Context: an optimization exercise on an open-source flow, tuned for small area, a short achievable clock period and few clock cycles per item. The choices shown serve that exercise and are no tape-out recipe. Only simulation tests tie the RTL to the original design; equivalence was not proved.

### flow/config.mk
export PLATFORM = sky130hd
export DESIGN_NAME = rs_tag_dec
export DESIGN_NICKNAME = rs_tag_dec
export VERILOG_FILES = /design/flow/design.v
export SDC_FILE = /design/flow/constraint.sdc
export NUM_CORES = 4
export LEC_CHECK = 0
export CAP_MARGIN = 20
export CORE_MARGIN = 2
export CORE_UTILIZATION = 30
export PLACE_DENSITY = 0.5
export SLEW_MARGIN = 20
### flow/constraint.sdc
create_clock -name core_clock -period 22.0 [get_ports {clk}]
set_input_delay 4.4000 -clock core_clock [delete_from_list [all_inputs] [get_ports {clk}]]
set_output_delay 4.4000 -clock core_clock [all_outputs]
set_load 0.01 [all_outputs]
### flow/design.v
module rs_tag_dec (
    input  wire         clk,
    input  wire         rst,
    input  wire         in_valid,
    output wire         in_ready,
    input  wire [191:0] in_data,
    output reg          out_valid,
    output reg  [127:0] out_data,
    output reg  [1:0]   out_status,
    output reg  [2:0]   out_nerr
);
    localparam [1:0] ST_OK        = 2'd0;
    localparam [1:0] ST_CORRECTED = 2'd1;
    localparam [1:0] ST_FAILED    = 2'd2;
    localparam [2:0] S_IDLE  = 3'd0;
    localparam [2:0] S_SYND  = 3'd1;
    localparam [2:0] S_BM    = 3'd2;
    localparam [2:0] S_OMEGA = 3'd3;
    localparam [2:0] S_CHIEN = 3'd4;
    localparam [2:0] S_DONE  = 3'd5;
    function automatic [7:0] gf_mul;
        input [7:0] a;
        input [7:0] b;
        reg   [7:0] p;
        reg   [7:0] aa;
        integer     i;
        begin
            p  = 8'h00;
            aa = a;
            for (i = 0; i < 8; i = i + 1) begin
                if (b[i])
                    p = p ^ aa;
                aa = {aa[6:0], 1'b0} ^ (aa[7] ? 8'h1D : 8'h00);
            end
            gf_mul = p;
        end
    endfunction
    function automatic [7:0] gf_inv;
        input [7:0] a;
        reg   [7:0] r;
        reg   [7:0] sq;
        integer     i;
        begin
            r  = 8'h01;
            sq = a;
            for (i = 1; i < 8; i = i + 1) begin
                sq = gf_mul(sq, sq);
                r  = gf_mul(r, sq);
            end
            gf_inv = r;
        end
    endfunction
    function automatic [7:0] alpha_pow;
        input [2:0] j;
        case (j)
            3'd0: alpha_pow = 8'h01;
            3'd1: alpha_pow = 8'h02;
            3'd2: alpha_pow = 8'h04;
            3'd3: alpha_pow = 8'h08;
            3'd4: alpha_pow = 8'h10;
            3'd5: alpha_pow = 8'h20;
            3'd6: alpha_pow = 8'h40;
            default: alpha_pow = 8'h80;
        endcase
    endfunction
    reg [2:0]   state;
    reg [4:0]   cnt;
    reg [7:0]   rx   [0:23];     
    reg [7:0]   cw   [0:23];     
    reg [7:0]   syn  [0:7];      
    reg [7:0]   lam  [0:8];      
    reg [7:0]   bpol [0:8];      
    reg [7:0]   gam;             
    reg [3:0]   len;             
    reg [7:0]   omg  [0:3];      
    reg [7:0]   xinv;            
    reg [3:0]   nroot;           
    integer i, j;
    assign in_ready = (state == S_IDLE);
    reg [7:0] bm_delta;
    reg [7:0] bm_lam_n [0:8];
    always @* begin
        bm_delta = 8'h00;
        for (i = 0; i <= 8; i = i + 1)
            if (i <= cnt)
                bm_delta = bm_delta ^ gf_mul(lam[i], syn[cnt - i]);
        bm_lam_n[0] = gf_mul(gam, lam[0]);
        for (i = 1; i <= 8; i = i + 1)
            bm_lam_n[i] = gf_mul(gam, lam[i]) ^ gf_mul(bm_delta, bpol[i-1]);
    end
    reg [7:0] om_n [0:3];
    always @* begin
        for (i = 0; i < 4; i = i + 1) begin
            om_n[i] = 8'h00;
            for (j = 0; j <= i; j = j + 1)
                om_n[i] = om_n[i] ^ gf_mul(lam[j], syn[i-j]);
        end
    end
    reg [7:0] ch_lam;      
    reg [7:0] ch_omg;      
    reg [7:0] ch_dlam;     
    reg [7:0] ch_err;      
    always @* begin
        ch_lam = 8'h00;
        for (i = 4; i >= 0; i = i - 1)
            ch_lam = gf_mul(ch_lam, xinv) ^ lam[i];
        ch_omg = 8'h00;
        for (i = 3; i >= 0; i = i - 1)
            ch_omg = gf_mul(ch_omg, xinv) ^ omg[i];
        ch_dlam = lam[1] ^ gf_mul(lam[3], gf_mul(xinv, xinv));
        ch_err  = gf_mul(ch_omg, gf_inv(gf_mul(xinv, ch_dlam)));
    end
    always @(posedge clk) begin
        if (rst) begin
            state     <= S_IDLE;
            out_valid <= 1'b0;
        end else begin
            out_valid <= 1'b0;
            case (state)
                S_IDLE: begin
                    if (in_valid) begin
                        for (i = 0; i < 24; i = i + 1) begin
                            rx[i] <= in_data[191 - 8*i -: 8];
                            cw[i] <= in_data[191 - 8*i -: 8];
                        end
                        for (j = 0; j < 8; j = j + 1)
                            syn[j] <= 8'h00;
                        cnt   <= 5'd0;
                        state <= S_SYND;
                    end
                end
                S_SYND: begin
                    for (j = 0; j < 8; j = j + 1)
                        syn[j] <= gf_mul(syn[j], alpha_pow(j[2:0])) ^ rx[cnt];
                    if (cnt == 5'd23) begin
                        for (i = 0; i <= 8; i = i + 1) begin
                            lam[i]  <= (i == 0) ? 8'h01 : 8'h00;
                            bpol[i] <= (i == 0) ? 8'h01 : 8'h00;
                        end
                        gam   <= 8'h01;
                        len   <= 4'd0;
                        cnt   <= 5'd0;
                        state <= S_BM;
                    end else begin
                        cnt <= cnt + 5'd1;
                    end
                end
                S_BM: begin
                    for (i = 0; i <= 8; i = i + 1)
                        lam[i] <= bm_lam_n[i];
                    if (bm_delta != 8'h00 && {len, 1'b0} <= {1'b0, cnt[3:0]}) begin
                        for (i = 0; i <= 8; i = i + 1)
                            bpol[i] <= lam[i];
                        len <= cnt[3:0] + 4'd1 - len;
                        gam <= bm_delta;
                    end else begin
                        bpol[0] <= 8'h00;
                        for (i = 1; i <= 8; i = i + 1)
                            bpol[i] <= bpol[i-1];
                    end
                    if (cnt == 5'd7)
                        state <= S_OMEGA;
                    else
                        cnt <= cnt + 5'd1;
                end
                S_OMEGA: begin
                    for (i = 0; i < 4; i = i + 1)
                        omg[i] <= om_n[i];
                    xinv  <= 8'hF7;              
                    nroot <= 4'd0;
                    cnt   <= 5'd0;
                    state <= S_CHIEN;
                end
                S_CHIEN: begin
                    if (ch_lam == 8'h00) begin
                        nroot   <= nroot + 4'd1;
                        cw[cnt] <= cw[cnt] ^ ch_err;
                    end
                    xinv <= gf_mul(xinv, 8'h02);
                    if (cnt == 5'd23)
                        state <= S_DONE;
                    else
                        cnt <= cnt + 5'd1;
                end
                S_DONE: begin
                    out_valid <= 1'b1;
                    if (len == 4'd0) begin
                        out_status <= ST_OK;
                        out_nerr   <= 3'd0;
                        for (i = 0; i < 16; i = i + 1)
                            out_data[127 - 8*i -: 8] <= rx[i];
                    end else if (len > 4'd4 || nroot != len) begin
                        out_status <= ST_FAILED;
                        out_nerr   <= 3'd0;
                        for (i = 0; i < 16; i = i + 1)
                            out_data[127 - 8*i -: 8] <= rx[i];
                    end else begin
                        out_status <= ST_CORRECTED;
                        out_nerr   <= len[2:0];
                        for (i = 0; i < 16; i = i + 1)
                            out_data[127 - 8*i -: 8] <= cw[i];
                    end
                    state <= S_IDLE;
                end
                default: state <= S_IDLE;
            endcase
        end
    end
endmodule
### flow/run.sh
#!/bin/bash
# synth_recipe.tcl (not shown) runs the flow's synth.tcl, then flattens the netlist and writes it again
# the make line also repeats each setting of config.mk as NAME=value (left out here)
make -C /OpenROAD-flow-scripts/flow DESIGN_CONFIG=/design/flow/config.mk WORK_HOME=/design/flow/orfs CLKGATE_MAP_FILE= SYNTH_SCRIPT=/design/flow/synth_recipe.tcl finish
==> results by group <==
Setup path
  • Slowest CP cell: xnor3_4
  • Critical-path maximum fanout: 46
  • Crit-path max cell delay: 0.81 ns
  • Data required time at the worst endpoint: 22.47 ns
  • Type of the worst setup path: reg2reg
  • Most used cell, CP: xnor3_1
  • Worst reg-to-reg setup slack: 1.04 ns
  • Critical path data arrival time: 21.44 ns
  • Startpoint Class: register
  • Worst r2r path cells: slightly above 60
  • CP endpoint kind: register

Synthesis
  • Top cells by area, synth: edfxtp_1 25%, xnor2_1 24%, nand2_1 9.3%, xor2_1 5.9%, mux2_2 4.9%
  • Cells after Synth: 12100
  • FF+latch count, synth: 851
  • EDFF count, synth: 842
  • Sequential fraction of the synthesis area: 25.0%
  • Mapped Area: between 100000 and 150000 sq um
  • Top cells by count, synth: 2837 x xnor2_1, 2515 x nand2_1, 950 x nor2_1
  • Syn nets: 12300
  • Async set-or-reset flop fraction in the synthesized netlist: 0%
  • Ys flop type: edfxtp_1
  • Syn Area/Cell: about 8.4 sq um
  • Count leader, synth: xnor2_1
  • Unique masters post-synth: 112
  • Yosys warns: 8
  • Synth area leader: edfxtp_1
  • Yosys top cell area share: 24.8%

Cells and area
  • Final #Nets: between 10000 and 15000
  • Finished Cell Area: ~110000 sq um
  • Synth-to-Final Area Change: 12.2%
  • Share of cells above drive strength 1: a little under an eighth
  • Filler cells: 34900

STA
  • Final setup margin: 1.04 ns
  • Final hold violation count: 0
  • Final period utilization: 95.3%
  • Final Critical Period: 20.96 ns
  • RSZ-0062 raised after global routing: false
  • Fmax: 47.7 MHz
  • Measured slew at the worst slew-check pin: 1.22 ns
  • Final setup viols: 0
  • Relative slew margins: a little under a fifth
  • Pins over their slew limit: 0
  • Setup TNS: 0 ns
  • Worst Clk Skew: between 0.04 and 0.05 ns
  • Hold Slack: 0.560 ns

Drt
  • First-pass DRT Iterations: 9
  • ANT nets after route: 0
  • Wire per inst: 25.6 um
  • Initial DRC count: 10600
  • Vias: 88500
  • Routed wire length: ~420000 um
  • Via density: 5.33
  • # DRC: 0

Placement
  • GPL Wtd Cong: between 0.9 and 1
  • Post-detail-place hpwl: 293000 um
  • Port buffer count: 329
  • Placed cell area: 111000 sq um
  • Pre-CTS WS: around 0.31 ns

Clock network
  • Clk sinks: 851
  • CTS Buf Count: 91
  • Maximum clock insertion buffer count: 3
  • Htree depth: 3
  • Clock-pin slew on the worst setup and hold paths: 0.07 ns
  • Worst-Skew Late Latency: 0.75 ns
  • TritonCTS clock tree: built
  • CTS Root Cell: clkbuf_16

Global routing
  • Grt total ovfl: 0
  • Met1 Usage GRT: 32.6%
  • Global-route wire length before repair: slightly above 600000 um
  • M2 GR Usage: 37.3%
  • Vias in the first global route: slightly above 80000
  • Busiest grt layer: met2
  • M3 GR Usage: 3.61%
  • Largest net degree at the start of global routing: 137
  • GRT Overall Usage: 23.7%
  • Initial antenna violation count: 20

Floorplan
  • Die Height: 586 um
  • Total I/O pin count: 330
  • Die outline area: roughly 340000 sq um
  • Total core area: 337000 sq um
  • Rows: 213
  • Starting density of the core: between 30% and 40%
  • Die X: roughly 590 um

Worst hold path
  • Min-Delay Path Depth: 1
  • Hold WC Path Type: reg2reg

Run
  • Max-cap violations: 0

Status
  • Status: timing/DRC/antenna clean
cell families (layout without fill, tap and decap cells):
family / Yosys count / after routing / share of synthesized area [%]
other cells: 0 / 19 / 0
fa+ha+maj: 45 / 45 / 0.561
simple gates: 4033 / 4033 / 16.1
xor+xnor: 3746 / 3747 / 35.1
flops: 851 / 851 / 25.0
mux: 706 / 706 / 8.50
compound gates: 1593 / 1593 / 10.3
buf+inv: 1087 / 1091 / 4.39
per-layer routing:
layer,share of wire (%),vias up,wire [um]
met5,0.0024,-,10
met4,3.9,2,16500
met3,8.8,740,37300
met2,45,4253,191000
met1,42,43200,179000
li1,-,40300,-
registers in the layout (all words and copies together), names as in the netlist, named ones only:
name / flops
cw: 256
rx: 192
out_data: 128
lam: 72
bpol: 64
syn: 64
omg: 32
gam: 8
xinv: 8
cnt: 5
len: 4
nroot: 4
out_nerr: 3
state: 3
out_status: 2
out_valid: 1
critical path, delay by kind of cell, from the launching register on:
family	cells	cell delay (ns)
compound gates	9	2.46
xor+xnor	36	13.75
fa+ha+maj	2	0.69
buf+inv	3	0.89
flops	1	0.40
mux	4	1.27
simple gates	7	1.16
final cells by class:
| type | instances | area, sq um | share of cell area [%] |
|---|---|---|---|
| multi-input combinational | 10100 | 72500 | 63.5 |
| clock inverter | 53 | 574 | 0.503 |
| tap | 4515 | 5650 | 4.95 |
| timing repair buffer | 837 | 7210 | 6.32 |
| inverter | 92 | 355 | 0.311 |
| clock buffer | 109 | 2370 | 2.07 |
| sequential | 851 | 25500 | 22.3 |
| antenna | 19 | 47.5 | 0.0416 |
path summary, 6_finish.rpt:
check,startpoint,to
max,xinv[0],cw[19][1]
min,cw[3][4],out_data[100]
max reg2reg,xinv[0],cw[19][1]
min reg2reg,cw[3][4],out_data[100]
cells in the final DEF (no fill, tap or decap), drive strengths merged, types with 99 or more instances in the layout:
cell           netlist  final
xnor3              140    140
nor2               953    953
xor2               696    697
clkbuf             704    110
mux2i              174    174
buf                290    508
nand2             2516   2516
nand3              112    112
mux2               451    451
nor3                99     99
a22oi              291    291
o21ai              493    493
edfxtp             842    842
xnor2             2888   2888
a21oi              272    272
clkdlybuf4s50        0    328
per-stage QoR:
step                std cells  utilization (%)
floorplan               12100                -
global placement        16400             32.8
detailed placement      16400             32.8
CTS                     16600             33.7
global route            16600             33.9
finish                  16600             33.9
repair_timing:
action,4_1_cts,5_1_grt
setup buffers,0,25
hold buffers,0,0
setup endpoints to repair,0,256
gates resized for setup,0,27
Testbench counts, summed over its fixed seeds: cycles 188,816, items 3,200.

## afterwards: timing with drivers on the ports
The flow's constraints put no driver on any port. The routed layout listed below was extracted and timed again, unchanged, in two steps.
Step 1 assumes that a clkbuf_16 drives the clock port and a buf_2 every other input.
Step 2 adds t to the input delays and takes it off the output delays; t is the mean of the earliest and latest rising clock arrival at the registers after step 1. Input paths then give back, and output paths get back, about the clock's delay inside the block.
Three values: ideal, step 1, step 2; two values: the first two.
t, ns: 0.827
slack for setup (ns): 1.035 / 1.035 / 1.035
clock arrival spread, ns: 0.046 / 0.046
After both steps this run still meets setup and hold. For this run, drivers alone change the setup slack by 0.000 ns; drivers and shift together by 0.000 ns.
